This design comes from an exercise in tuning for small area and few clock cycles on the open sky130 flow, not from production work.
The RTL was checked by simulation tests, not by an equivalence proof against the original design.
Power figures rest on the tool's default switching activity, not on a simulated workload.

==> flow/design.v (outline; a module is shown in full before it is edited, if it fits) <==
// module tdc_fa: 9 lines
// module tdc_ha: 8 lines
// module tdc_pp3: 11 lines
// module tdc_cmp: 8 lines
// module tdc_add: 14 lines
// module tdc_inc: 11 lines
// module tdc_geu: 12 lines
// module tdc_mx: 8 lines
// module tdc_dstep: 12 lines
// module tdc_mul: 1145 lines
// module tdc_calc: 218 lines
module tdc_calc (
    input  wire        clk,
    input  wire        rst,           
    input  wire        cmd_valid,
    output wire        cmd_ready,
    input  wire [1:0]  cmd_op,        
    input  wire [23:0] cmd_s1,        
    input  wire [23:0] cmd_s2,        
    input  wire [31:0] cmd_r,         
    input  wire [20:0] cmd_k_start,   
    input  wire [20:0] cmd_k_stop,    
    output reg         cal_done,
    output reg         cal_pass,
    output wire [31:0] gain,
    output wire [15:0] offset,
    output wire [31:0] m1,
    output wire [31:0] m2,
    output reg         res_done,
    output wire [47:0] value,
    output wire [31:0] vmin,
    output wire [31:0] vmax,
    output wire        order_rev,
    output wire        below_res,
    output wire [15:0] shots,
    output wire [15:0] rev
);
  // ...
==> flow/run.sh <==
#!/bin/bash
# synth_recipe.tcl (not shown) runs the flow's synth.tcl, then flattens the netlist and writes it again
# the make line also repeats each setting of config.mk as NAME=value (left out here)
make -C /OpenROAD-flow-scripts/flow DESIGN_CONFIG=/design/flow/config.mk WORK_HOME=/design/flow/orfs CLKGATE_MAP_FILE= SYNTH_SCRIPT=/design/flow/synth_recipe.tcl finish
==> flow/config.mk <==
export PLATFORM = sky130hd
export DESIGN_NAME = tdc_calc
export DESIGN_NICKNAME = tdc_calc
export VERILOG_FILES = /design/flow/design.v
export SDC_FILE = /design/flow/constraint.sdc
export NUM_CORES = 4
export LEC_CHECK = 0
export CAP_MARGIN = 20
export CELL_PAD_IN_SITES_DETAIL_PLACEMENT = 2
export CELL_PAD_IN_SITES_GLOBAL_PLACEMENT = 2
export CORE_MARGIN = 2
export CORE_UTILIZATION = 30
export SLEW_MARGIN = 20
export SYNTH_HIERARCHICAL = 1
export SYNTH_MINIMUM_KEEP_SIZE = 0
==> flow/constraint.sdc <==
create_clock -name core_clock -period 30.0 [get_ports {clk}]
set_input_delay 6.0000 -clock core_clock [delete_from_list [all_inputs] [get_ports {clk}]]
set_output_delay 6.0000 -clock core_clock [all_outputs]
set_load 0.01 [all_outputs]
==> summary.txt, run 1 <==
Logic synthesis
  – Post-Synth Simple-Gate Area: 0.0757
  – Synth Area in XOR/XNOR: 0.0207
  – Dominant cell type by area after synthesis: fa_1
  – Cell variety after synth: 59
  – Synth Cell Area: 38100 µm²
  – Ys async rst share: 0

Global route
  – First-pass GRT wire length: 268000 µm
  – GR Util met1: 0.361
  – GRT overflow: 0
  – Gr usage total: 0.279

Clock network
  – Clock Latency Late Sink: 0.61 ns

Critical path
  – R2R depth: 64
  – Flop-to-flop setup slack: 4.03 ns
  – Critical Path Fanout Max: 30
  – Crit start category: flip-flop
  – Setup Crit Path Kind: reg2reg
  – Worst path slowest cell: inv_1
  – Delay-heaviest family, CP: adder cells
  – CP startpoint: state[0]

STA
  – Hold Violations, Final: 0
  – Least-Margin Pin Slew: 1.20 ns
  – RSZ-0062 raised after global routing: no
  – Fin crit share: 0.866

Detailed routing
  – DR iter-0 viols: 5271
  – Final wirelength: 184000 µm
  – Pre-antenna DRT Iters: 13

Die
  – Std-Cell Rows: 130
  – Initial Util: 0.303

Layout
  – Signal buf overhead: 0.0994

Placed design
  – Final GP Congestion: 0.926
  – Placed insts: 5399
  – Worst slack, placed: 4.32 ns

Status
  – Status: no timing/DRC/antenna violations
Testbench counts, summed over its fixed seeds: cycles 30,203.
==> run 2: changes to the inputs <==
--- a/flow/config.mk
+++ b/flow/config.mk
@@ -11,4 +11,7 @@
 export CORE_MARGIN = 2
 export CORE_UTILIZATION = 30
+export CTS_BUF_LIST = sky130_fd_sc_hd__clkbuf_8
+export CTS_CLUSTER_DIAMETER = 60
+export CTS_CLUSTER_SIZE = 15
 export SLEW_MARGIN = 20
 export SYNTH_HIERARCHICAL = 1
==> summary.txt, run 2 <==
Logic synthesis
  – Ys async rst share: 0 (unchanged)
  – Cell variety after synth: 59 (unchanged)
  – Synthesized instance count: 3409 (unchanged)
  – Top cells by area, synth: fa_1 38%, dfxtp_1 15%, a222oi_1 11%, ha_1 5.0%, mux2i_1 4.1% (unchanged)
  – Dominant cell type by area after synthesis: fa_1 (unchanged)
  – Top cell type's share of synthesized area: 0.382 (unchanged)
  – Main synth FF type: dfxtp_1 (unchanged)
  – Synthesis warning total: 7 (unchanged)
  – Yosys reg bits: 298 (unchanged)
  – Synth Cell Area: 38100 µm² (unchanged)
  – Count leader, synth: fa_1 (unchanged)
  – Commonest cells post-synth: 727 x fa_1, 436 x a222oi_1, 292 x dfxtp_1, 236 x inv_1, 218 x nand2_1 (unchanged)
  – Seq/Total Area, Yosys: 0.158 (unchanged)
  – EDFF count, synth: 6 (unchanged)
  – Avg Cell Area, Syn: 11.2 µm² (unchanged)

Power
  – Leakage: 15.2 nW (was 15.4 nW)
  – Pwr per Cell Area: 70.4 nW/µm² (was 73.2 nW/µm²)
  – Peak VDD IR: 0.0408 mV (was 0.0423 mV)

Clock network
  – Clock Latency Late Sink: 0.72 ns (was 0.61 ns)
  – Reg clk slew, reported paths: 0.07 ns (was 0.06 ns)
  – PostCTS Resize Cnt: 0 (unchanged)
  – CTS Hold Bufs: 0 (unchanged)
  – Clock sink total: 298 (unchanged)
  – Post-CTS Setup Inserts: 0 (unchanged)
  – TritonCTS clock tree: done (unchanged)
  – CTS Buf Count: 46 (was 41)
  – Clk root buf: clkbuf_8 (was clkbuf_16)
  – Htree depth: 2 (unchanged)
  – Clock Path Buffers: 3 (unchanged)

Layout
  – Most common cell after layout, fill and taps aside: fa_1 (unchanged)
  – Regs by FF count: acc (57), vq (41) (unchanged)
  – Largest Register: acc (unchanged)
  – Most frequent cells in the layout: 726 x fa_1, 436 x a222oi_1, 347 x clkdlybuf4s50_1 (unchanged)
  – Area of the multi-input gates: 30500 µm² (unchanged)
  – Share of cells above drive strength 1: 0.105 (was 0.104)
  – Layout fillers: 13400 (about the same)
  – Max reg flops: 57 (unchanged)
  – Nets: 4802 (was 4797)
  – Reg area: 6030 µm² (unchanged)
  – P&R area growth vs syn: 18.3% (was 19.6%)

Critical path
  – Worst path arrival time: 26.63 ns (was 26.43 ns)
  – Setup Crit Path Kind: reg2reg (unchanged)
  – Flop-to-flop setup slack: 3.98 ns (was 4.03 ns)
  – CP Data Required Time: 30.61 ns (was 30.46 ns)
  – Largest stage delay on the critical path: 0.56 ns (about the same)
  – Worst setup EP type: flip-flop (unchanged)
  – Worst path slowest cell: inv_1 (unchanged)
  – Crit-path most repeated cell: fa_1 (unchanged)
  – Critical Path Fanout Max: 30 (unchanged)
  – Crit start category: flip-flop (unchanged)

Global route
  – GRT overflow: 0 (unchanged)
  – Gr usage total: 0.278 (was 0.279)
  – Pin count of the biggest net entering global routing: 79 (unchanged)
  – Initial antenna violation count: 12 (was 9)
  – Vias in the first global route: 36700 (was 36900)
  – First-pass GRT wire length: 267000 µm (was 268000 µm)

STA
  – Setup TNS: 0 ns (unchanged)
  – Clock Skew: 0.0695 ns (was 0.0417 ns)
  – Relative slew slack: 0.189 (was 0.199)
  – RSZ-0062 raised after global routing: no (unchanged)
  – F_max: 38.4 MHz (was 38.5 MHz)
  – Setup WS post-layout: 3.98 ns (was 4.03 ns)
  – Setup violators final: 0 (unchanged)
  – Fin. max-slew vios: 0 (unchanged)
  – Least-Margin Pin Slew: 1.22 ns (was 1.20 ns)
  – Period minus WS final: 26.02 ns (was 25.97 ns)
  – Fin crit share: 0.867 (was 0.866)
  – Hold Violations, Final: 0 (unchanged)

Die
  – Std-Cell Rows: 130 (unchanged)
  – Die width: 360 µm (unchanged)
  – Die height: 360 µm (unchanged)
  – Ports: 389 (unchanged)
  – Die ar.: 130000 µm² (unchanged)
  – Core Region: 126000 µm² (unchanged)
  – Initial Util: 0.303 (unchanged)

Placed design
  – DP Wirelength: 133000 µm (unchanged)
  – IO Port Bufs: 348 (unchanged)
  – Worst slack, placed: 4.32 ns (unchanged)
  – Final GP Congestion: 0.926 (unchanged)

Flow run
  – Max-cap violations: 0 (unchanged)

Detailed routing
  – Detailed-route via count: 33700 (about the same)
  – Vias per Instance: 6.13 (was 6.15)
  – Final wirelength: 184000 µm (about the same)
  – WL/cell: 33.5 µm (was 33.7 µm)
  – Pre-antenna DRT Iters: 14 (was 13)
  – Post-DRT Antenna Nets: 0 (unchanged)
  – DRC violations left: 0 (unchanged)
  – DR iter-0 viols: 5443 (was 5271)

Min path
  – Worst Hold Class: reg2reg (unchanged)

Status
  – Status: no timing/DRC/antenna violations (unchanged)
run 2: per-module statistics from Yosys (local to each module, per instance), a selection:
module | cells inside | area (µm²)
tdc_calc | 1701 | 14400
tdc_cmp | 2 | 15.0
tdc_dstep | 1 | 3.75
tdc_fa | 1 | 20.0
tdc_ha | 1 | 12.5
tdc_mul | 218 | 1270
tdc_mx | 1 | 15.0
tdc_pp3 | 1 | 10.0
run 2: path summary, 6_finish.rpt:
path         startpoint       end  depth (start not counted)
max            state[0]   acc[56]                         64
min            dlt3[18]  dlt3[18]                          2
max reg2reg    state[0]   acc[56]                         64
min reg2reg    dlt3[18]  dlt3[18]                          2
run 2: cells by family after synthesis:
family / synth area share
xor+xnor: 0.0207
fa+ha+maj: 0.451
flops: 0.158
buf+inv: 0.0555
compound gates: 0.178
mux: 0.0605
other cells: 0.000887
simple gates: 0.0757
run 2: layout make-up:
class                      instances  share of cell area
clock inverter                    30             0.00594
timing repair buffer             488               0.101
inverter                         238              0.0198
multi-input combinational       2725               0.677
sequential                       298               0.134
antenna                            8            0.000444
tap                             1650              0.0458
clock buffer                      55              0.0168
run 2: per-stage QoR:
step | util | std cells | instance area (µm²) | hold slack, ns | total power [mW]
final | 0.358 | 5492 | 45100 | 0.459 | 3.17
after global routing | 0.358 | 5488 | 45000 | 0.502 | 3.44
after CTS | 0.358 | 5484 | 45000 | 0.462 | 3.21
after detailed placement | 0.350 | 5399 | 44000 | 0.453 | 2.79
after global placement | 0.350 | 5397 | 44000 | 0.444 | 2.71
after floorplan | - | 3497 | 38400 | 0.443 | 1.97
run 2: metal layers:
layer / wire length (µm) / vias up / share of wire / GRT usage
met5: 25 / - / 0.00014 / 0
met4: 7970 / 4 / 0.043 / 0.109
met3: 16000 / 391 / 0.087 / 0.0573
met2: 85900 / 1961 / 0.47 / 0.453
met1: 74100 / 17800 / 0.40 / 0.359
li1: - / 13500 / - / -
run 2: where the power goes:
part | internal, mW | switching, mW | total [mW]
registers | 0.496 | 0.133 | 0.628
clock network | 0.193 | 0.210 | 0.403
logic | 0.932 | 1.21 | 2.14
run 2: critical path: cells and delay by family, from the launching register on:
kind,cells,cell delay (ns)
fa+ha+maj,57,23.10
flops,1,0.49
mux,1,0.08
simple gates,4,1.40
buf+inv,1,0.56
xor+xnor,1,0.26
==> run 3: changes to the inputs <==
--- a/flow/config.mk
+++ b/flow/config.mk
@@ -6,5 +6,5 @@
 export NUM_CORES = 4
 export LEC_CHECK = 0
-export CAP_MARGIN = 20
+export CAP_MARGIN = 5
 export CELL_PAD_IN_SITES_DETAIL_PLACEMENT = 2
 export CELL_PAD_IN_SITES_GLOBAL_PLACEMENT = 2
@@ -14,5 +14,5 @@
 export CTS_CLUSTER_DIAMETER = 60
 export CTS_CLUSTER_SIZE = 15
-export SLEW_MARGIN = 20
+export SLEW_MARGIN = 5
 export SYNTH_HIERARCHICAL = 1
 export SYNTH_MINIMUM_KEEP_SIZE = 0
==> summary.txt, run 3 <==
STA
  – Least-Margin Pin Slew: 1.22 ns (about the same)
  – RSZ-0062 raised after global routing: no (unchanged)
  – Fin. max-slew vios: 0 (unchanged)
  – Hold Violations, Final: 0 (unchanged)
  – F_max: 38.4 MHz (about the same)
  – Setup TNS: 0 ns (unchanged)
  – Fin crit share: 0.867 (about the same)
  – Period minus WS final: 26.01 ns (was 26.02 ns)
  – Clock Skew: 0.0388 ns (was 0.0695 ns)
  – Setup violators final: 0 (unchanged)
  – Relative slew slack: 0.182 (was 0.189)

Clock network
  – Post-CTS Setup Inserts: 0 (unchanged)
  – PostCTS Resize Cnt: 0 (unchanged)
  – TritonCTS clock tree: done (unchanged)
  – Htree depth: 2 (unchanged)
  – Clock Path Buffers: 3 (unchanged)
  – Clock Latency Late Sink: 0.72 ns (about the same)
  – Reg clk slew, reported paths: 0.08 ns (was 0.07 ns)
  – CTS Hold Bufs: 0 (unchanged)
  – Clk root buf: clkbuf_8 (unchanged)
  – Clock sink total: 298 (unchanged)
  – CTS Buf Count: 45 (was 46)

Detailed routing
  – WL/cell: 33.5 µm (about the same)
  – Metal-1 WL: 73900 µm (was 74100 µm)
  – Top layer in use: met5 (unchanged)
  – Wire length on met2: 86100 µm (was 85900 µm)
  – DR iter-0 viols: 5630 (was 5443)
  – Met3 routed WL: 15900 µm (was 16000 µm)
  – Pre-antenna DRT Iters: 14 (unchanged)
  – DRC violations left: 0 (unchanged)
  – Detailed-route via count: 33600 (was 33700)
  – Final wirelength: 184000 µm (about the same)
  – Vias per Instance: 6.13 (about the same)
  – Post-DRT Antenna Nets: 0 (unchanged)

Layout
  – Most common cell after layout, fill and taps aside: fa_1 (unchanged)
  – Most frequent cells in the layout: 726 x fa_1, 436 x a222oi_1, 347 x clkdlybuf4s50_1 (unchanged)
  – Share of cells above drive strength 1: 0.105 (about the same)
  – P&R area growth vs syn: 18.6% (was 18.3%)
  – Regs by FF count: acc (57), vq (41) (unchanged)
  – Max reg flops: 57 (unchanged)
  – Final Instance Count excl. Fillers: 5487 (was 5492)
  – Fin util: 0.359 (was 0.358)
  – Nets: 4800 (was 4802)
  – Largest Register: acc (unchanged)

Die
  – Ports: 389 (unchanged)
  – Die ar.: 130000 µm² (unchanged)
  – Std-Cell Rows: 130 (unchanged)
  – Core Region: 126000 µm² (unchanged)
  – Die height: 360 µm (unchanged)
  – Die width: 360 µm (unchanged)
  – Initial Util: 0.303 (unchanged)

Min path
  – Hold_sp: dlt3[16] (was dlt3[18])
  – Worst Hold Class: reg2reg (unchanged)
  – Hold Path Sink: dlt3[16] (was dlt3[18])
  – Min-Delay Path Depth: 2 (unchanged)

Power
  – Pwr per Cell Area: 71.3 nW/µm² (was 70.4 nW/µm²)
  – Net Switching: 1.57 mW (was 1.55 mW)
  – Logic pwr share: 0.666 (was 0.675)
  – Peak VDD IR: 0.0411 mV (was 0.0408 mV)
  – Clk pwr share: 0.139 (was 0.127)
  – Flop pwr share: 0.195 (was 0.198)
  – Leakage: 15.2 nW (about the same)
  – Sw Share: 0.486 (was 0.489)
  – Power Total: 3.22 mW (was 3.17 mW)
  – Int Pwr: 1.66 mW (was 1.62 mW)

Logic synthesis
  – Commonest cells post-synth: 727 x fa_1, 436 x a222oi_1, 292 x dfxtp_1, 236 x inv_1, 218 x nand2_1 (unchanged)
  – EDFF count, synth: 6 (unchanged)
  – Synth Cell Area: 38100 µm² (unchanged)
  – Synthesis warning total: 7 (unchanged)
  – Dominant cell type by area after synthesis: fa_1 (unchanged)
  – Yosys reg bits: 298 (unchanged)
  – Cell variety after synth: 59 (unchanged)
  – Avg Cell Area, Syn: 11.2 µm² (unchanged)
  – Ys async rst share: 0 (unchanged)
  – Top cells by area, synth: fa_1 38%, dfxtp_1 15%, a222oi_1 11%, ha_1 5.0%, mux2i_1 4.1% (unchanged)
  – Main synth FF type: dfxtp_1 (unchanged)
  – Seq/Total Area, Yosys: 0.158 (unchanged)
  – Synthesized instance count: 3409 (unchanged)
  – Top cell type's share of synthesized area: 0.382 (unchanged)
  – Count leader, synth: fa_1 (unchanged)

Critical path
  – CP startpoint: state[0] (unchanged)
  – R2R depth: 64 (unchanged)
  – Largest stage delay on the critical path: 0.58 ns (was 0.56 ns)
  – Crit start category: flip-flop (unchanged)
  – Worst path arrival time: 26.63 ns (about the same)
  – Worst setup EP type: flip-flop (unchanged)
  – WP buf/inv: 1 (unchanged)
  – Critical Path Fanout Max: 30 (unchanged)
  – Setup Crit Path Kind: reg2reg (unchanged)
  – CP Data Required Time: 30.63 ns (was 30.61 ns)
  – Worst path slowest cell: inv_1 (unchanged)
  – RR Startpoint: state[0] (unchanged)
  – Flop-to-flop setup slack: 3.99 ns (was 3.98 ns)
  – Delay-heaviest family, CP: adder cells (unchanged)
  – RR Endpoint: acc[56] (unchanged)
  – Crit-path most repeated cell: fa_1 (unchanged)

Placed design
  – Final GP Congestion: 0.926 (unchanged)
  – IO Port Bufs: 348 (unchanged)
  – DP Wirelength: 133000 µm (about the same)
  – Placed insts: 5398 (was 5399)

Global route
  – Gr usage total: 0.277 (was 0.278)
  – Pin count of the biggest net entering global routing: 79 (unchanged)
  – Initial antenna violation count: 8 (was 12)
  – First-pass GRT wire length: 267000 µm (about the same)
  – GRT overflow: 0 (unchanged)
  – Vias in the first global route: 36700 (about the same)

Status
  – Status: no timing/DRC/antenna violations (unchanged)

Flow run
  – Max-cap violations: 0 (unchanged)
## run 3: cell count changes in the layout (fill, tap and decap cells not counted), sizes merged
cell | previous run | this run
buf | 141 | 140
bufinv | 2 | 8
clkbuf | 55 | 47
clkinv | 7 | 16
clkinvlp | 4 | 2
diode | 8 | 6
inv | 255 | 248
## run 3: cell families (layout without fill, tap and decap cells)
logic type	Yosys count	count (layout)	share of synthesized area
simple gates	591	591	0.0757
xor+xnor	90	90	0.0207
compound gates	799	799	0.178
buf+inv	474	808	0.0555
fa+ha+maj	942	942	0.451
mux	206	206	0.0605
other cells	9	103	0.000887
flops	298	298	0.158
## run 3: cell type report
cell class | instances | area (µm²)
diodes | 6 | 15.0
clock buffers | 47 | 647
clock inverters | 36 | 509
fillers | 13400 | 80600
inverters | 238 | 893
multi-input cells | 2725 | 30500
flip-flops and latches | 298 | 6030
well taps | 1650 | 2060
repair buffers | 487 | 4530
## run 3: per-module statistics from Yosys (local to each module, per instance), excerpt
module / flip-flops and latches / cell area, µm²
tdc_pp3: 0 / 10.0
tdc_mul: 0 / 1270
tdc_cmp: 0 / 15.0
tdc_fa: 0 / 20.0
tdc_calc: 298 / 14400
tdc_mx: 0 / 15.0
tdc_dstep: 0 / 3.75
tdc_ha: 0 / 12.5
## run 3: per-stage QoR
stage	setup slack (ns)	hold slack [ns]	instance area, µm²
3_5_place_dp	4.31	0.458	44000
2_1_floorplan	6.46	0.443	38400
4_1_cts	4.11	0.467	45100
5_1_grt	3.27	0.499	45200
3_3_place_gp	4.57	0.444	44000
6_report	3.99	0.464	45200
## run 3: power groups by stage
stage | clock network (mW) | logic [mW] | registers, mW
after CTS | 0.465 | 2.16 | 0.630
after global routing | 0.478 | 2.36 | 0.642
after floorplan | 0 | 1.40 | 0.575
final | 0.449 | 2.14 | 0.628
after global placement | 0 | 2.07 | 0.637
after detailed placement | 0 | 2.15 | 0.638
## run 3: worst max-delay path by stage
| stage | end | slack (ns) | depth (start not counted) |
|---|---|---|---|
| global placement | acc[56] | 4.57 | 64 |
| detailed placement | acc[56] | 4.31 | 64 |
| global route | acc[56] | 3.27 | 64 |
| finish | acc[56] | 3.99 | 64 |
| CTS | acc[56] | 4.11 | 64 |
| floorplan | acc[56] | 6.46 | 66 |
## run 3: routing by layer
layer / vias up / GRT usage
met5: - / 0
met3: 374 / 0.0566
li1: 13500 / -
met2: 1926 / 0.453
met1: 17800 / 0.358
met4: 4 / 0.112
## run 3: worst min-delay path, delay by kind of cell (launching register included)
kind | cells | cell delay, ns
flops | 1 | 0.31
simple gates | 1 | 0.05
compound gates | 1 | 0.06
==> module tdc_dstep, before the edit <==
module tdc_dstep (
    input  wire [15:0] r_in,
    input  wire        qb,
    input  wire [15:0] dn,
    output wire [15:0] r_out,
    output wire        fit
);
    wire [16:0] sh = {r_in, qb};
    wire [16:0] df;
    tdc_add #(.W(17)) u_sub (.a(sh), .b({1'b1, dn}), .ci(1'b1), .s(df), .co(fit));
    tdc_mx u_mx [15:0] (.s(fit), .a(df[15:0]), .b(sh[15:0]), .y(r_out));
endmodule
==> module tdc_calc, before the edit <==
module tdc_calc (
    input  wire        clk,
    input  wire        rst,           
    input  wire        cmd_valid,
    output wire        cmd_ready,
    input  wire [1:0]  cmd_op,        
    input  wire [23:0] cmd_s1,        
    input  wire [23:0] cmd_s2,        
    input  wire [31:0] cmd_r,         
    input  wire [20:0] cmd_k_start,   
    input  wire [20:0] cmd_k_stop,    
    output reg         cal_done,
    output reg         cal_pass,
    output wire [31:0] gain,
    output wire [15:0] offset,
    output wire [31:0] m1,
    output wire [31:0] m2,
    output reg         res_done,
    output wire [47:0] value,
    output wire [31:0] vmin,
    output wire [31:0] vmax,
    output wire        order_rev,
    output wire        below_res,
    output wire [15:0] shots,
    output wire [15:0] rev
);
    localparam OP_CAL = 2'd0, OP_START = 2'd1, OP_SHOT = 2'd2, OP_END = 2'd3;
    localparam K  = 3;                  
    localparam ND = 33 / K;             
    localparam NS = 21 / K;             
    localparam S_IDLE = 3'd0, S_CDIV = 3'd1, S_M3 = 3'd5, S_OFS = 3'd2, S_EPREP = 3'd3,
               S_EDIV = 3'd4;
    reg [2:0] state;
    reg [3:0] step;
    assign cmd_ready = state == S_IDLE || (state == S_OFS && cmd_op == OP_START);
    wire accept   = cmd_valid && cmd_ready;
    wire is_cal   = accept && cmd_op == OP_CAL;
    wire is_start = accept && cmd_op == OP_START;
    wire is_shot  = accept && cmd_op == OP_SHOT;
    wire is_end   = accept && cmd_op == OP_END;
    reg signed [26:0] dlt;
    reg        [28:0] dlt3;             
    reg        [8:0]  ou;
    reg               ob;
    reg        [11:0] m1q;
    reg        [12:0] m2q;
    wire       [8:0]  ofs_v;
    tdc_inc #(.W(9)) u_oinc (.a(ou), .ci(ob), .s(ofs_v));
    assign gain   = {1'b0, ~dlt[26], {3{dlt[26]}}, dlt};
    assign offset = {{7{ofs_v[8]}}, ofs_v};
    assign m1     = {20'd0, m1q};
    assign m2     = {19'd0, m2q};
    reg        [56:0] acc;
    reg        [15:0] cnt;              
    reg        [15:0] nrev;             
    reg        [31:0] tmin, tmax;       
    reg               sgn;              
    reg               big;              
    wire ofs = state == S_OFS;
    wire m3  = state == S_M3;
    wire aux = ofs | m3;
    wire [31:0] r    = m3 ? 32'd6 : ofs ? {16'd0, nrev} : cmd_r;
    wire [21:0] rc   = aux ? 22'd0 : (r[31] ? 22'h1FFFFF : 22'h200000);
    wire [62:0] W;
    tdc_mul u_mul (
        .d(dlt), .d3(dlt3), .rn(~r), .on(~(aux ? 9'd0 : ou)), .ob(ob & !aux),
        .kpn(~(aux ? 21'd0 : cmd_k_stop)), .ks(aux ? 21'd0 : cmd_k_start),
        .rc(rc), .w(W)
    );
    reg  [40:0] vq;                     
    reg         shot_v;
    wire ofs_b = W[33] & ((W[32:0] != 33'd0) | W[45]);
    wire        vc = vq[7] & (!vq[40] | (vq[6:0] != 7'd0));
    wire [32:0] t33;
    tdc_inc #(.W(33)) u_tinc (.a(vq[40:8]), .ci(vc), .s(t33));
    wire [31:0] t = (t33[32] != t33[31]) ? {t33[32], {31{!t33[32]}}} : t33[31:0];
    wire t_ge_min, max_ge_t;
    tdc_geu #(.W(32)) u_cmin (.a({~t[31], t[30:0]}), .b({~tmin[31], tmin[30:0]}), .ge(t_ge_min));
    tdc_geu #(.W(32)) u_cmax (.a({~tmax[31], tmax[30:0]}), .b({~t[31], t[30:0]}), .ge(max_ge_t));
    wire [15:0] cnt_inc, nrev_inc;
    tdc_inc #(.W(16)) u_cinc (.a(cnt), .ci(1'b1), .s(cnt_inc));
    tdc_inc #(.W(16)) u_rinc (.a(nrev), .ci(vq[40]), .s(nrev_inc));
    wire        prep  = state == S_EPREP;
    wire        aneg  = acc[56];
    wire [56:0] add_a = acc ^ {57{prep & aneg}};
    wire [56:0] add_b = prep ? {34'd0, cnt, 7'd0} : {{16{vq[40]}}, vq};
    wire [56:0] add_s;
    wire        add_co;
    tdc_add #(.W(57)) u_acc (.a(add_a), .b(add_b), .ci(prep & aneg), .s(add_s), .co(add_co));
    wire [24:0] dm;
    wire        dm_co;
    tdc_add #(.W(25)) u_dm (.a({cmd_s2[23], cmd_s2}), .b(~{cmd_s1[23], cmd_s1}), .ci(1'b1),
                            .s(dm), .co(dm_co));
    wire s1_ok = cmd_s1[23:16] == 8'd0 &&
                 (cmd_s1[15:11] == 5'b01111 || cmd_s1[15:11] == 5'b10000 || cmd_s1[15:0] == 16'h8800);
    wire dm_ok = dm[24:16] == 9'd0 &&
                 (dm[15:10] == 6'b011111 || dm[15:10] == 6'b100000 || dm[15:0] == 16'h8400);
    wire cal_ok = s1_ok && dm_ok;
    wire [11:0] m1_new;
    wire [12:0] m2_new;
    tdc_inc #(.W(12)) u_m1 (.a(cmd_s1[15:4]), .ci(cmd_s1[3]), .s(m1_new));
    tdc_inc #(.W(13)) u_m2 (.a(cmd_s2[16:4]), .ci(cmd_s2[3]), .s(m2_new));
    wire [15:0] cnt_n = ~cnt;
    wire [15:0] dr [0:K];
    wire [32:0] dq [0:K];
    assign dr[0] = acc[48:33];
    assign dq[0] = acc[32:0];
    genvar gi;
    generate
        for (gi = 0; gi < K; gi = gi + 1) begin : g_div
            wire fit;
            tdc_dstep u_step (.r_in(dr[gi]), .qb(dq[gi][32]), .dn(cnt_n), .r_out(dr[gi+1]), .fit(fit));
            assign dq[gi+1] = {dq[gi][31:0], fit};
        end
    endgenerate
    wire [31:0] mag = acc[32:1];
    wire [32:0] sval;
    tdc_inc #(.W(33)) u_neg (.a({1'b0, mag} ^ {33{sgn}}), .ci(sgn), .s(sval));
    assign value     = {{15{sval[32]}}, sval};
    assign order_rev = sval[32];
    assign below_res = mag[31:5] == 27'd0;
    assign vmin  = tmin;
    assign vmax  = tmax;
    assign shots = cnt;
    assign rev   = nrev;
    always @(posedge clk) begin
        cal_done <= 1'b0;
        res_done <= 1'b0;
        vq       <= W[62:22];
        shot_v   <= is_shot;
        if (shot_v) begin
            acc  <= add_s;
            cnt  <= cnt_inc;
            nrev <= nrev_inc;
            if (cnt == 16'd0 || !t_ge_min) tmin <= t;
            if (cnt == 16'd0 || !max_ge_t) tmax <= t;
            if (vq[40:26] != {15{vq[40]}}) big <= 1'b1;
        end
        if (is_start) begin
            acc  <= 57'd0;
            cnt  <= 16'd0;
            nrev <= 16'd0;
            tmin <= 32'd0;
            tmax <= 32'd0;
            big  <= 1'b0;
        end
        case (state)
            S_IDLE: begin
                if (is_cal) begin
                    cal_pass <= cal_ok;
                    if (cal_ok) begin
                        m1q   <= m1_new;
                        m2q   <= m2_new;
                        cnt   <= dm[15:0];
                        nrev  <= cmd_s1[15:0];
                        acc   <= {8'd0, 16'd16384, 16'd0, dm[15:0], 1'b0};
                        step  <= 4'd0;
                        state <= S_CDIV;
                    end else begin
                        cal_done <= 1'b1;
                    end
                end
                if (is_end) state <= S_EPREP;
            end
            S_CDIV: begin
                acc[48:0] <= {dr[K], dq[K]};
                step      <= step + 4'd1;
                if (step == ND - 1) begin
                    dlt   <= dq[K][28:2];             
                    state <= S_M3;
                end
            end
            S_M3: begin
                dlt3  <= W[29:1];
                state <= S_OFS;
            end
            S_OFS: begin
                ou       <= ~W[42:34];
                ob       <= !ofs_b;
                cal_done <= 1'b1;
                state    <= S_IDLE;
            end
            S_EPREP: begin
                if (big) acc <= {7'd0, add_s[56:7]};
                else     acc <= {8'd0, add_s[43:7], 12'd0};
                sgn  <= aneg;
                step <= 4'd0;
                if (cnt == 16'd0) begin
                    res_done <= 1'b1;
                    state    <= S_IDLE;
                end else begin
                    state    <= S_EDIV;
                end
            end
            S_EDIV: begin
                acc[48:0] <= {dr[K], dq[K]};
                step      <= step + 4'd1;
                if (step == (big ? ND - 1 : NS - 1)) begin
                    res_done <= 1'b1;
                    state    <= S_IDLE;
                end
            end
            default: state <= S_IDLE;
        endcase
        if (rst) begin
            state    <= S_IDLE;
            shot_v   <= 1'b0;
            cal_done <= 1'b0;
            res_done <= 1'b0;
            dlt      <= 27'sd0;
            dlt3     <= 29'd0;
            ou       <= 9'd0;
            ob       <= 1'b0;
            m1q      <= 12'd0;
            m2q      <= 13'd0;
        end
    end
endmodule
==> run 4: changes to the inputs <==
--- a/flow/design.v
+++ b/flow/design.v
@@ -72,23 +72,18 @@
     assign ge = c[W];
 endmodule
-module tdc_mx (
-    input  wire s,
-    input  wire a,
-    input  wire b,
-    output wire y
-);
-    assign y = s ? a : b;
-endmodule
 module tdc_dstep (
-    input  wire [15:0] r_in,
+    input  wire [16:0] r_in,
     input  wire        qb,
-    input  wire [15:0] dn,
-    output wire [15:0] r_out,
-    output wire        fit
+    input  wire [15:0] d,
+    output wire [16:0] r_out,
+    output wire        q
 );
-    wire [16:0] sh = {r_in, qb};
-    wire [16:0] df;
-    tdc_add #(.W(17)) u_sub (.a(sh), .b({1'b1, dn}), .ci(1'b1), .s(df), .co(fit));
-    tdc_mx u_mx [15:0] (.s(fit), .a(df[15:0]), .b(sh[15:0]), .y(r_out));
+    wire        sub = !r_in[16];
+    wire [17:0] sm;
+    wire        co;
+    tdc_add #(.W(18)) u_add (.a({r_in, qb}), .b({{2{sub}}, d ^ {16{sub}}}), .ci(sub),
+                             .s(sm), .co(co));
+    assign r_out = sm[16:0];
+    assign q     = !sm[16];
 endmodule
 module tdc_mul (
@@ -1339,15 +1334,14 @@
     tdc_inc #(.W(12)) u_m1 (.a(cmd_s1[15:4]), .ci(cmd_s1[3]), .s(m1_new));
     tdc_inc #(.W(13)) u_m2 (.a(cmd_s2[16:4]), .ci(cmd_s2[3]), .s(m2_new));
-    wire [15:0] cnt_n = ~cnt;
-    wire [15:0] dr [0:K];
+    wire [16:0] dr [0:K];
     wire [32:0] dq [0:K];
-    assign dr[0] = acc[48:33];
+    assign dr[0] = acc[49:33];
     assign dq[0] = acc[32:0];
     genvar gi;
     generate
         for (gi = 0; gi < K; gi = gi + 1) begin : g_div
-            wire fit;
-            tdc_dstep u_step (.r_in(dr[gi]), .qb(dq[gi][32]), .dn(cnt_n), .r_out(dr[gi+1]), .fit(fit));
-            assign dq[gi+1] = {dq[gi][31:0], fit};
+            wire qbit;
+            tdc_dstep u_step (.r_in(dr[gi]), .qb(dq[gi][32]), .d(cnt), .r_out(dr[gi+1]), .q(qbit));
+            assign dq[gi+1] = {dq[gi][31:0], qbit};
         end
     endgenerate
@@ -1402,5 +1396,5 @@
             end
             S_CDIV: begin
-                acc[48:0] <= {dr[K], dq[K]};
+                acc[49:0] <= {dr[K], dq[K]};
                 step      <= step + 4'd1;
                 if (step == ND - 1) begin
@@ -1432,5 +1426,5 @@
             end
             S_EDIV: begin
-                acc[48:0] <= {dr[K], dq[K]};
+                acc[49:0] <= {dr[K], dq[K]};
                 step      <= step + 4'd1;
                 if (step == (big ? ND - 1 : NS - 1)) begin
--- a/flow/config.mk
+++ b/flow/config.mk
@@ -6,5 +6,5 @@
 export NUM_CORES = 4
 export LEC_CHECK = 0
-export CAP_MARGIN = 5
+export CAP_MARGIN = 20
 export CELL_PAD_IN_SITES_DETAIL_PLACEMENT = 2
 export CELL_PAD_IN_SITES_GLOBAL_PLACEMENT = 2
@@ -14,5 +14,5 @@
 export CTS_CLUSTER_DIAMETER = 60
 export CTS_CLUSTER_SIZE = 15
-export SLEW_MARGIN = 5
+export SLEW_MARGIN = 20
 export SYNTH_HIERARCHICAL = 1
 export SYNTH_MINIMUM_KEEP_SIZE = 0
==> summary.txt, run 4 <==
Status
  – Status: no timing/DRC/antenna violations (unchanged)

Logic synthesis
  – Synthesized instance count: 3416 (was 3409)
  – Synth Cell Area: 37900 µm² (was 38100 µm²)
  – Avg Cell Area, Syn: 11.1 µm² (was 11.2 µm²)
  – Synthesis warning total: 7 (unchanged)

Detailed routing
  – WL/cell: 33.0 µm (was 33.5 µm)
  – DR iter-0 viols: 5730 (was 5630)
  – DRC violations left: 0 (unchanged)
  – Vias per Instance: 6.12 (was 6.13)
  – Detailed-route via count: 33500 (was 33600)
  – Post-DRT Antenna Nets: 0 (unchanged)
  – Final wirelength: 181000 µm (was 184000 µm)
  – Pre-antenna DRT Iters: 15 (was 14)

Min path
  – Hold_sp: m2q[1] (was dlt3[16])
  – Worst Hold Class: reg2reg (unchanged)
  – Hold Path Sink: m2q[1] (was dlt3[16])
  – Min-Delay Path Depth: 2 (unchanged)

Critical path
  – WP buf/inv: 2 (was 1)
  – Setup Crit Path Kind: reg2reg (unchanged)
  – Crit start category: flip-flop (unchanged)
  – Flop-to-flop setup slack: 4.12 ns (was 3.99 ns)
  – CP Data Required Time: 30.57 ns (was 30.63 ns)
  – RR Endpoint: acc[56] (unchanged)
  – Worst setup EP type: flip-flop (unchanged)
  – Crit-path most repeated cell: fa_1 (unchanged)
  – Largest stage delay on the critical path: 0.62 ns (was 0.58 ns)
  – Worst path arrival time: 26.46 ns (was 26.63 ns)
  – R2R depth: 65 (was 64)
  – Delay-heaviest family, CP: adder cells (unchanged)
  – Worst path slowest cell: buf_4 (was inv_1)
  – Critical Path Fanout Max: 78 (was 30)
  – RR Startpoint: state[2] (was state[0])

Die
  – Std-Cell Rows: 130 (unchanged)
  – Die width: 359 µm (was 360 µm)
  – Die ar.: 129000 µm² (was 130000 µm²)
  – Ports: 389 (unchanged)
  – Initial Util: 0.302 (was 0.303)
  – Core Region: 125000 µm² (was 126000 µm²)
  – Die height: 359 µm (was 360 µm)

Global route
  – Pin count of the biggest net entering global routing: 79 (unchanged)
  – GRT overflow: 0 (unchanged)
  – First-pass GRT wire length: 263000 µm (was 267000 µm)
  – Vias in the first global route: 36500 (was 36700)
  – Initial antenna violation count: 12 (was 8)
  – Gr usage total: 0.273 (was 0.277)

Layout
  – Share of cells above drive strength 1: 0.0933 (was 0.105)
  – Largest Register: acc (unchanged)
  – Most frequent cells in the layout: 726 x fa_1, 436 x a222oi_1, 347 x clkdlybuf4s50_1 (unchanged)
  – P&R area growth vs syn: 17.7% (was 18.6%)
  – Max reg flops: 57 (unchanged)
  – Nets: 4806 (was 4800)
  – Regs by FF count: acc (57), vq (41) (unchanged)
  – Most common cell after layout, fill and taps aside: fa_1 (unchanged)

STA
  – Period minus WS final: 25.88 ns (was 26.01 ns)
  – Setup TNS: 0 ns (unchanged)
  – Hold Violations, Final: 0 (unchanged)
  – Clock Skew: 0.0605 ns (was 0.0388 ns)
  – Setup violators final: 0 (unchanged)
  – Fin. max-slew vios: 0 (unchanged)
  – Least-Margin Pin Slew: 0.981 ns (was 1.22 ns)
  – WHS: 0.471 ns (was 0.464 ns)
  – F_max: 38.6 MHz (was 38.4 MHz)
  – Fin crit share: 0.863 (was 0.867)
  – Relative slew slack: 0.327 (was 0.182)
  – RSZ-0062 raised after global routing: no (unchanged)

Clock network
  – Post-CTS Setup Inserts: 0 (unchanged)
  – Htree depth: 2 (unchanged)
  – Clock Latency Late Sink: 0.66 ns (was 0.72 ns)
  – CTS Buf Count: 36 (was 45)
  – Clock Path Buffers: 3 (unchanged)
  – PostCTS Resize Cnt: 0 (unchanged)
  – Clock sink total: 298 (unchanged)
  – TritonCTS clock tree: done (unchanged)
  – Reg clk slew, reported paths: 0.11 ns (was 0.08 ns)
  – Clk root buf: clkbuf_8 (unchanged)
  – CTS Hold Bufs: 0 (unchanged)

Placed design
  – Final GP Congestion: 0.899 (was 0.926)
  – IO Port Bufs: 348 (unchanged)
  – DP Wirelength: 130000 µm (was 133000 µm)

Flow run
  – Max-cap violations: 0 (unchanged)

Power
  – Peak VDD IR: 0.147 mV (was 0.0411 mV)
  – Leakage: 14.9 nW (was 15.2 nW)
  – Pwr per Cell Area: 101 nW/µm² (was 71.3 nW/µm²)
==> run 4: worst max path at each step <==
| stage | endpoint | depth (start not counted) | slack (ns) | startpoint |
|---|---|---|---|---|
| 3_3_place_gp | acc[49] | 65 | 4.60 | state[2] |
| 4_1_cts | acc[56] | 65 | 4.20 | state[2] |
| 6_report | acc[56] | 65 | 4.12 | state[2] |
| 5_1_grt | acc[56] | 65 | 3.32 | state[0] |
| 2_1_floorplan | acc[49] | 67 | 6.45 | state[0] |
| 3_5_place_dp | acc[56] | 65 | 4.31 | state[2] |
==> run 4: layout make-up <==
type,instances,area (µm²)
multi-input cells,2735,30200
inverters,228,856
clock inverters,24,244
well taps,1650,2060
fillers,13400,80800
diodes,2,5.00
repair buffers,502,4640
clock buffers,41,564
flip-flops and latches,298,6030
==> run 4: tightest hold or removal path, delay by kind of cell, from the launching register on <==
family | cells | cell delay (ns)
flip-flops | 1 | 0.32
AO/OA/AOI/OAI | 2 | 0.11
==> run 4: through the flow <==
step | cell area (µm²) | power [mW] | setup WS, ns | util | instances
2_1_floorplan | 38200 | 3.03 | 6.45 | - | 3501
3_3_place_gp | 43800 | 4.01 | 4.60 | 0.349 | 5413
3_5_place_dp | 43800 | 4.14 | 4.31 | 0.349 | 5413
4_1_cts | 44600 | 4.55 | 4.20 | 0.356 | 5478
5_1_grt | 44600 | 4.99 | 3.32 | 0.356 | 5479
6_report | 44600 | 4.50 | 4.12 | 0.356 | 5480
==> run 4: metal layers <==
layer  GRT usage  routed length (µm)
met2       0.436               82500
met4       0.127                9210
met5     0.00518                 115
met1       0.354               73100
met3      0.0538               15900
==> run 4: power breakdown <==
part / leakage (nW) / switching (mW) / internal (mW)
combinational: 12.0 / 2.00 / 1.52
clock: 0.397 / 0.195 / 0.152
sequential: 2.46 / 0.132 / 0.500
Testbench counts of run 4, summed over its fixed seeds: cycles 30,203.

==> static timing again, ports no longer ideal <==
In the flow no input, the clock included, has a driving cell. The finished layouts below were timed again as built, in two steps.
Step 1 sets driving cells, clkbuf_16 on the clock port and buf_2 on the other inputs (assumed; they add their load-dependent delay and slew).
Step 2, shift: input delay + t, output delay - t, t = (earliest + latest rising clock arrival at the registers) / 2. This alone moves slack from input paths to output paths.
Three values: ideal ports, drivers, drivers and shift; two values: the first two.
run	shift t [ns]	setup slack, ns	hold slack, ns	worst setup path at the end	pins driven straight from the clock port
run 1	0.656	4.025 / 4.025 / 4.025	0.457 / 0.457 / 0.457	register to register	1
run 2	0.752	3.976 / 3.976 / 3.976	0.459 / 0.459 / 0.459	register to register	1
run 3	0.763	3.992 / 3.992 / 3.992	0.464 / 0.464 / 0.464	register to register	1
run 4	0.685	4.116 / 4.116 / 4.116	0.471 / 0.471 / 0.471	register to register	1
After both steps setup and hold are still met in every run listed.
